From an optimization exercise on the open Yosys and OpenROAD flow, aimed at small area; shortcuts taken in it are not production practice. Only simulation tests tie the RTL to the original design; equivalence was not proved. Power is estimated from default activity; no workload was simulated.

==> 09-14 <==
==> flow/design.v (excerpt) <==
module zpx_rtc (
    input  wire        clk,
    input  wire        rst,
    input  wire        tick,
    input  wire        cmd_valid,
    input  wire [1:0]  cmd_op,
    input  wire [63:0] cmd_fields,
    input  wire [47:0] cmd_arg,
    input  wire        temp_valid,
    input  wire [11:0] temp,
    output wire [63:0] cal_fields,
    output reg  [14:0] subsec,
    output reg         time_valid,
    output wire        date_suspect,
    output reg         alarm0,
    output reg         alarm1,
    output reg  [8:0]  trim_n,
    output reg  [8:0]  trim_n_eval
);
    reg [7:0] sec, mnt, hour, day, month, year, cent;
    reg [3:0] wday;
    assign cal_fields = {cent, year, month, day, 4'd0, wday, hour, mnt, sec};
    wire mo_feb = (month[7:4] == 4'd0) && (month[3:0] == 4'd2);
    wire mo_30  = ((month[7:4] == 4'd0) && (month[3:0] == 4'd4 || month[3:0] == 4'd6 ||
                                             month[3:0] == 4'd9 || month[3:0] == 4'd11)) ||
                  ((month[7:4] == 4'd1) && (month[3:0] == 4'd1));
    wire y4     = !year[0] && (year[1] == year[4]);
    wire c4     = !cent[0] && (cent[1] == cent[4]);
    wire leap   = y4 && ((year != 8'd0) || c4);
    wire [3:0] dt = day[7:4], du = day[3:0];
    wire c_day  = (dt >= 4'd4) ||
                  (dt == 4'd3 && (du != 4'd0 || mo_feb || mo_30)) ||
                  (dt == 4'd2 && (mo_feb ? (leap ? du >= 4'd9 : du >= 4'd8) :
                                  mo_30  ? du >= 4'd10 : du >= 4'd11));
    wire c_sec   = (sec[7:4] >= 4'd6) || (sec[7:4] == 4'd5 && sec[3:0] >= 4'd9);
    wire c_min   = (mnt[7:4] >= 4'd6) || (mnt[7:4] == 4'd5 && mnt[3:0] >= 4'd9);
    wire c_hour  = (hour[7:4] >= 4'd3) || (hour[7:4] == 4'd2 && hour[3:0] >= 4'd3) ||
                   (hour[7:4] == 4'd1 && hour[3:0] >= 4'd13);
    wire c_month = (month[7:4] >= 4'd2) || (month[7:4] == 4'd1 && month[3:0] >= 4'd2) ||
  ...
Settings: LEC_CHECK=0, CAP_MARGIN=20, CORE_MARGIN=2, CORE_UTILIZATION=40, SLEW_MARGIN=20; clock period 120.0 ns.
run.sh (not shown) runs the stock make flow with config.mk's settings and CLKGATE_MAP_FILE= SYNTH_SCRIPT=/design/flow/synth_recipe.tcl, a recipe that flattens the netlist after the stock synthesis.
==> inputs of 03-09, as changes to 09-14 <==
--- a/flow/design.v
+++ b/flow/design.v
@@ -36,37 +36,42 @@
     wire c_min   = (mnt[7:4] >= 4'd6) || (mnt[7:4] == 4'd5 && mnt[3:0] >= 4'd9);
     wire c_hour  = (hour[7:4] >= 4'd3) || (hour[7:4] == 4'd2 && hour[3:0] >= 4'd3) ||
                    (hour[7:4] == 4'd1 && hour[3:0] >= 4'd13);
     wire c_month = (month[7:4] >= 4'd2) || (month[7:4] == 4'd1 && month[3:0] >= 4'd2) ||
                    (month[7:4] == 4'd0 && month[3:0] >= 4'd12);
     wire c_year  = (year[7:4] >= 4'd10) || (year[7:4] == 4'd9 && year[3:0] >= 4'd9);
     wire c_cent  = (cent[7:4] >= 4'd10) || (cent[7:4] == 4'd9 && cent[3:0] >= 4'd9);
     wire c_wday  = (wday >= 4'd7);
-    function [7:0] binc;
-        input [7:0] x;
-        begin
-            if (x[3:0] == 4'd9 || x[3:0] == 4'hF) binc = {x[7:4] + 4'd1, 4'd0};
-            else                                  binc = {x[7:4], x[3:0] + 4'd1};
-        end
-    endfunction
     wire k_min   = c_sec;
     wire k_hour  = k_min & c_min;
     wire k_day   = k_hour & c_hour;
     wire k_month = k_day & c_day;
     wire k_year  = k_month & c_month;
     wire k_cent  = k_year & c_year;
-    wire [7:0] r_sec   = c_sec ? 8'h00 : binc(sec);
-    wire [7:0] r_min   = k_min   ? (c_min   ? 8'h00 : binc(mnt))   : mnt;
-    wire [7:0] r_hour  = k_hour  ? (c_hour  ? 8'h00 : binc(hour))  : hour;
-    wire [7:0] r_day   = k_day   ? (c_day   ? 8'h01 : binc(day))   : day;
-    wire [3:0] r_wday  = k_day   ? (c_wday  ? 4'h1  : wday + 4'd1) : wday;
-    wire [7:0] r_month = k_month ? (c_month ? 8'h01 : binc(month)) : month;
-    wire [7:0] r_year  = k_year  ? (c_year  ? 8'h00 : binc(year))  : year;
-    wire [7:0] r_cent  = k_cent  ? (c_cent  ? 8'h00 : binc(cent))  : cent;
+    function [7:0] fstep;
+        input [7:0] x;
+        input       k, c, m1;
+        reg         w;
+        reg   [3:0] u, t;
+        begin
+            w = (x[3:0] == 4'd9) || (x[3:0] == 4'hF);
+            u = (k && (c || w)) ? {3'd0, m1 && c} : x[3:0] + {3'd0, k};
+            t = (k && c) ? 4'd0 : x[7:4] + {3'd0, k && w};
+            fstep = {t, u};
+        end
+    endfunction
+    wire [7:0] r_sec   = fstep(sec,   1'b1,    c_sec,   1'b0);
+    wire [7:0] r_min   = fstep(mnt,   k_min,   c_min,   1'b0);
+    wire [7:0] r_hour  = fstep(hour,  k_hour,  c_hour,  1'b0);
+    wire [7:0] r_day   = fstep(day,   k_day,   c_day,   1'b1);
+    wire [3:0] r_wday  = (k_day && c_wday) ? 4'h1 : wday + {3'd0, k_day};
+    wire [7:0] r_month = fstep(month, k_month, c_month, 1'b1);
+    wire [7:0] r_year  = fstep(year,  k_year,  c_year,  1'b0);
+    wire [7:0] r_cent  = fstep(cent,  k_cent,  c_cent,  1'b0);
     wire [59:0] r_f = {r_cent, r_year, r_month, r_day, r_wday, r_hour, r_min, r_sec};
     function nib9;
         input [3:0] n;
         nib9 = !n[3] || (n[2:1] == 2'b00);
     endfunction
     wire nib_ok = nib9(sec[7:4]) && nib9(sec[3:0]) && nib9(mnt[7:4]) && nib9(mnt[3:0]) &&
                   nib9(hour[7:4]) && nib9(hour[3:0]) && nib9(day[7:4]) && nib9(day[3:0]) &&
                   nib9(month[7:4]) && nib9(month[3:0]) && nib9(year[7:4]) && nib9(year[3:0]) &&
@@ -113,27 +118,27 @@
                      (!mk[2] || d[23:16] == 8'd0) && (!mk[3] || d[27:24] == 4'd0) &&
                      (!mk[4] || d[35:28] == 8'd0) && (!mk[5] || d[43:36] == 8'd0) &&
                      (!mk[6] || d[51:44] == 8'd0) && (!mk[7] || d[59:52] == 8'd0);
         end
     endfunction
     wire m0 = do_roll && al0_en && amatch(al0_val, al0_mask, r_f);
     wire m1 = do_roll && al1_en && amatch(al1_val, al1_mask, r_f);
     wire [59:0] cmd_f60 = {cmd_fields[63:32], cmd_fields[27:0]};
-    reg [15:0] curve_a0, curve_a2, curve_t0;
+    reg [15:0] curve_a0, curve_a2;
+    reg [11:0] curve_t0;    
     reg        curve_set;
     reg [47:0] R;           
-    reg [14:0] Dr;          
+    reg [5:0]  Dh;          
     reg [7:0]  ec;          
-    reg        sv;
-    reg       c_dir, c_usem, c_cin, c_ldd, c_clr, c_qsv, c_ovr, c_inb;
+    reg       c_dir, c_usem, c_cin, c_ldd, c_clr, c_ovr, c_inb;
     reg [2:0] c_bsel;
     always @* begin
         c_dir = 1'b0; c_bsel = 3'd0; c_usem = 1'b0; c_cin = 1'b0; c_ldd = 1'b0;
-        c_clr = 1'b0; c_qsv = 1'b0; c_ovr = 1'b0; c_inb = 1'b0;
+        c_clr = 1'b0; c_ovr = 1'b0; c_inb = 1'b0;
         case (ec)
             8'd1: begin c_bsel = 3'd1; c_usem = 1'd1; end
             8'd2: begin c_bsel = 3'd1; c_usem = 1'd1; c_cin = 1'd1; end
             8'd3: begin c_bsel = 3'd1; c_usem = 1'd1; end
             8'd4: begin c_bsel = 3'd1; c_usem = 1'd1; end
             8'd5: begin c_bsel = 3'd1; c_usem = 1'd1; end
             8'd6: begin c_bsel = 3'd1; c_usem = 1'd1; end
             8'd7: begin c_bsel = 3'd1; c_usem = 1'd1; end
@@ -184,42 +189,42 @@
             8'd52: begin  end
             8'd53: begin  end
             8'd54: begin  end
             8'd55: begin  end
             8'd56: begin  end
             8'd57: begin  end
             8'd58: begin  end
             8'd59: begin  end
-            8'd60: begin c_clr = 1'd1; end
-            8'd61: begin c_bsel = 3'd4; c_usem = 1'd1; c_cin = 1'd1; end
-            8'd62: begin c_bsel = 3'd4; c_usem = 1'd1; c_cin = 1'd1; end
-            8'd63: begin c_bsel = 3'd4; c_usem = 1'd1; c_cin = 1'd1; end
-            8'd64: begin c_bsel = 3'd4; c_usem = 1'd1; c_cin = 1'd1; end
-            8'd65: begin c_bsel = 3'd4; c_usem = 1'd1; end
+            8'd60: begin  end
+            8'd61: begin c_bsel = 3'd4; c_usem = 1'd1; end
+            8'd62: begin c_bsel = 3'd4; c_usem = 1'd1; end
+            8'd63: begin c_bsel = 3'd4; c_usem = 1'd1; end
+            8'd64: begin c_bsel = 3'd4; c_usem = 1'd1; end
+            8'd65: begin c_bsel = 3'd4; c_usem = 1'd1; c_cin = 1'd1; end
             8'd66: begin c_bsel = 3'd4; c_usem = 1'd1; c_cin = 1'd1; end
-            8'd67: begin c_bsel = 3'd5; end
-            8'd68: begin c_dir = 1'd1; c_qsv = 1'd1; end
+            8'd67: begin c_dir = 1'd1; end
+            8'd68: begin c_bsel = 3'd5; end
             8'd69: begin c_bsel = 3'd4; c_usem = 1'd1; end
             8'd70: begin c_bsel = 3'd4; c_usem = 1'd1; c_cin = 1'd1; end
             8'd71: begin c_bsel = 3'd4; c_usem = 1'd1; end
             8'd72: begin c_bsel = 3'd4; c_usem = 1'd1; c_cin = 1'd1; end
-            8'd73: begin c_bsel = 3'd5; end
-            8'd74: begin c_dir = 1'd1; c_qsv = 1'd1; end
+            8'd73: begin c_dir = 1'd1; end
+            8'd74: begin c_bsel = 3'd5; end
             8'd75: begin c_bsel = 3'd4; c_usem = 1'd1; c_cin = 1'd1; end
-            8'd76: begin c_bsel = 3'd5; end
-            8'd77: begin c_dir = 1'd1; c_qsv = 1'd1; end
+            8'd76: begin c_dir = 1'd1; end
+            8'd77: begin c_bsel = 3'd5; end
             8'd78: begin c_bsel = 3'd4; c_usem = 1'd1; c_cin = 1'd1; end
-            8'd79: begin c_bsel = 3'd5; end
-            8'd80: begin c_dir = 1'd1; c_qsv = 1'd1; end
+            8'd79: begin c_dir = 1'd1; end
+            8'd80: begin c_bsel = 3'd5; end
             8'd81: begin c_bsel = 3'd4; c_usem = 1'd1; end
             8'd82: begin c_bsel = 3'd4; c_usem = 1'd1; end
             8'd83: begin c_bsel = 3'd4; c_usem = 1'd1; end
-            8'd84: begin c_bsel = 3'd5; end
-            8'd85: begin c_dir = 1'd1; c_qsv = 1'd1; end
+            8'd84: begin c_dir = 1'd1; end
+            8'd85: begin c_bsel = 3'd5; end
             8'd86: begin c_bsel = 3'd4; c_usem = 1'd1; end
             8'd87: begin c_bsel = 3'd4; c_usem = 1'd1; end
             8'd88: begin c_bsel = 3'd4; c_usem = 1'd1; end
             8'd89: begin c_bsel = 3'd4; c_usem = 1'd1; end
             8'd90: begin c_bsel = 3'd4; c_usem = 1'd1; c_cin = 1'd1; end
             8'd91: begin c_bsel = 3'd4; c_usem = 1'd1; c_cin = 1'd1; end
             8'd92: begin c_bsel = 3'd4; c_usem = 1'd1; end
             8'd93: begin c_bsel = 3'd4; c_usem = 1'd1; end
@@ -302,44 +307,43 @@
         endcase
     end
     wire [17:0] A = R[47:30];
     reg  [17:0] Bv;
     always @* begin
         case (c_bsel)
             3'd1:    Bv = 18'd5;
             3'd2:    Bv = -18'sd5;
-            3'd3:    Bv = {3'b111, Dr};
+            3'd3:    Bv = {3'b111, Dh, trim_n_eval};
             3'd4:    Bv = {{2{curve_a2[15]}}, curve_a2};
-            3'd5:    Bv = {{2{curve_a0[15]}}, curve_a0};
+            3'd5:    Bv = {curve_a0[15], curve_a0, 1'b0};
             3'd6:    Bv = A[17] ? 18'd15625 : -18'sd15625;
             default: Bv = 18'd0;
         endcase
     end
     wire        addit = !c_usem || R[0];
     wire [17:0] Be    = addit ? Bv : 18'd0;
     wire [18:0] s     = {A[17], A} + {Be[17], Be} + {18'd0, c_cin};
     wire        a_in  = c_ovr ? c_inb : R[29];
-    wire        q_in  = c_qsv ? sv : !s[17];
-    wire [47:0] R_sr  = {s[18:1] & {18{!c_clr}}, s[0], R[29:1]};
+    wire        q_in  = !s[17];
+    wire [47:0] R_sr  = {s[18:1], s[0], R[29:1]};
     wire [47:0] R_sl  = {s[16:0] & {17{!c_clr}}, a_in, R[28:0], q_in};
     wire        start = temp_valid && curve_set;
     wire        rng_neg = R[47];
     wire        rng_big = |R[46:31];
     wire [9:0]  hq      = R[9:0];
     wire        sat_lo  = hq[9] || (&hq[8:0]);
     wire [8:0]  q_fin   = sat_lo ? 9'h101 : {hq[8], ~hq[7:0]};
     always @(posedge clk) begin
-        sv <= R[0];
         R <= c_dir ? R_sl : R_sr;
         if (start) begin
-            R[47:30] <= {~curve_t0[15], ~curve_t0, 1'b0};
+            R[47:30] <= {{5{~curve_t0[11]}}, ~curve_t0, 1'b0};
             R[11:0]  <= temp;
         end
-        if (c_ldd) Dr <= R[15:1];
+        if (c_ldd) Dh <= R[15:10];
     end
     always @(posedge clk) begin
         if (rst) begin
             sec <= 8'h00; mnt <= 8'h00; hour <= 8'h00; wday <= 4'h6;
             day <= 8'h01; month <= 8'h01; year <= 8'h00; cent <= 8'h20;
             subsec <= 15'd0;
             time_valid <= 1'b0;
             just_set <= 1'b0;
@@ -361,16 +365,18 @@
             else if (ec != 8'd0)
                 ec <= ec + 8'd1;
             if (ec == 8'd101 && rng_neg)
                 trim_n_eval <= 9'h0FF;
             else if (ec == 8'd101 && rng_big)
                 trim_n_eval <= 9'h101;
             else if (ec == 8'd169)
                 trim_n_eval <= q_fin;
+            else if (c_ldd)
+                trim_n_eval <= R[9:1];
             if (tick) begin
                 if (win_beg) begin
                     crem <= trim_n_eval[7:0] ^ {8{trim_n_eval[8]}};
                     cx <= trim_n_eval[8];
                     trim_n <= trim_n_eval;
                 end else if (corr) begin
                     if (crem != 8'd0) crem <= crem - 8'd1;
                     else              cx <= 1'b0;
@@ -425,12 +431,12 @@
         if (do_alarm && cmd_arg[0]) begin
             al1_once <= cmd_arg[2];
             al1_mask <= cmd_arg[15:8];
             al1_val  <= cmd_f60;
         end
         if (do_trim) begin
             curve_a0 <= cmd_arg[15:0];
             curve_a2 <= cmd_arg[31:16];
-            curve_t0 <= cmd_arg[47:32];
+            curve_t0 <= cmd_arg[43:32];
         end
     end
 endmodule
==> flow/flow/run.sh (new file) <==
#!/bin/bash
# The standard layout (standard.sh), with three ORFS knobs changed:
#  - synthesis maps logic with flow/abc_area.script (area-recovering ABC mapping with the
#    delay target relaxed; the clock period is 120 ns), through a copy of the ORFS scripts
#    folder whose abc_speed.script is replaced; flip-flop mapping is unchanged;
#  - port buffers use the smallest buffer cell (every port still gets its buffer);
#  - clock tree synthesis clusters up to 15 sinks within 60 um per clkbuf_8, with
#    no dummy loads.
# Each tool's full output stays in orfs/logs/; make's own output goes to flow_make.log.
set -euo pipefail
here=$(pwd)
rm -rf "$here/scripts"
cp -r "$FLOW_HOME/scripts" "$here/scripts"
cp "$here/flow/abc_area.script" "$here/scripts/abc_speed.script"
export SCRIPTS_DIR="$here/scripts"
export BUFFER_PORTS_ARGS="-buffer_cell sky130_fd_sc_hd__buf_1"
export CTS_ARGS="-sink_clustering_enable -repair_clock_nets -dont_use_dummy_load -buf_list sky130_fd_sc_hd__clkbuf_8 -sink_clustering_size 15 -sink_clustering_max_diameter 60"
bash standard.sh > flow_make.log 2>&1
==> flow/flow/abc_area.script (new file) <==
&get -n
&st
&dch
&nf -R 1000
&st
&syn2
&dch
&nf -R 1000
&st
&dch -f
&nf -R 1000 -p -a
&put
topo
==> flow/standard.sh (new file) <==
#!/bin/bash
# synth_recipe.tcl (not shown) runs the flow's synth.tcl, then flattens the netlist and writes it again
# the make line also repeats each setting of config.mk as NAME=value (left out here)
make -C /OpenROAD-flow-scripts/flow DESIGN_CONFIG=/design/flow/config.mk WORK_HOME=/design/flow/orfs CLKGATE_MAP_FILE= SYNTH_SCRIPT=/design/flow/synth_recipe.tcl "${@:-finish}"
removed: flow/run.sh
==> inputs of 02-12, as changes to 09-14 <==
==> flow/flow/run.sh (new file) <==
#!/bin/bash
set -euo pipefail
export BUFFER_PORTS_ARGS="-buffer_cell sky130_fd_sc_hd__buf_1"
export CTS_ARGS="-sink_clustering_enable -repair_clock_nets -dont_use_dummy_load"
bash standard.sh > flow_make.log 2>&1
==> flow/standard.sh (new file) <==
#!/bin/bash
# synth_recipe.tcl (not shown) runs the flow's synth.tcl, then flattens the netlist and writes it again
# the make line also repeats each setting of config.mk as NAME=value (left out here)
make -C /OpenROAD-flow-scripts/flow DESIGN_CONFIG=/design/flow/config.mk WORK_HOME=/design/flow/orfs CLKGATE_MAP_FILE= SYNTH_SCRIPT=/design/flow/synth_recipe.tcl "${@:-finish}"
removed: flow/run.sh
==> comparison table <==
	02-12	09-14	03-09
Result of the run	timing/DRC/antenna clean	timing/DRC/antenna clean	timing/DRC/antenna clean
Count of non-filler cells in the finished layout	2980	3013	2642
Multi-input logic portion of the cell area	43.66%	40.66%	41.88%
Placer Congestion	0.8871	0.8902	0.9184
Area share of fa/ha/maj cells after synthesis	5.514%	5.514%	4.844%
Setup crit start	year[4]	year[4]	month[5]
Number of vias per cell	5.655	5.617	5.716
Worst stage delay on the critical path	0.47 ns	0.60 ns	0.44 ns
FF+latch count	373	373	359
Number of placement rows	81	81	76
Area of the die	51610 sq um	51610 sq um	45470 sq um
Via count of the first global-routing pass	16030	16370	14190
Total wire length after detailed routing	60.98 mm	61.63 mm	54.28 mm
Net count reported at finish	2534	2534	2253
Clk network pwr share	41.1%	44.0%	28.2%
Worst-case hold path end point	R[42]	R[38]	R[31]
Placed cell area	21350 sq um	22750 sq um	19310 sq um
Origin of the worst min-delay path	curve_t0[11]	curve_t0[7]	curve_t0[0]

[what the ideal ports hide]
The flow's constraints put no driver on any port. The routed layouts listed below were extracted and timed again, unchanged, in two steps.
Step 1 (the two cells are an assumption about what drives the block):
set clk [get_ports {clk}]
set_driving_cell -lib_cell sky130_fd_sc_hd__clkbuf_16 $clk
set_driving_cell -lib_cell sky130_fd_sc_hd__buf_2 [delete_from_list [all_inputs] $clk]
Step 2, shift: input delay + t, output delay - t, t = (earliest + latest rising clock arrival at the registers) / 2. This alone moves slack from input paths to output paths.
Slacks: ideal / step 1 / step 2; pairs: ideal / step 1.
| run | shift t [ns] | setup slack, ns | pins driven straight from the clock port |
|---|---|---|---|
| 09-14 | 0.619 | 92.423 / 92.365 / 92.450 | 1 |
| 03-09 | 0.651 | 93.156 / 93.102 / 92.596 | 1 |
| 02-12 | 0.606 | 92.813 / 92.753 / 92.657 | 1 |
After both steps setup and hold are still met in every run listed. The setup slack of 03-09, which loses most, moves by -0.054 ns with the drivers and by -0.560 ns with both steps.
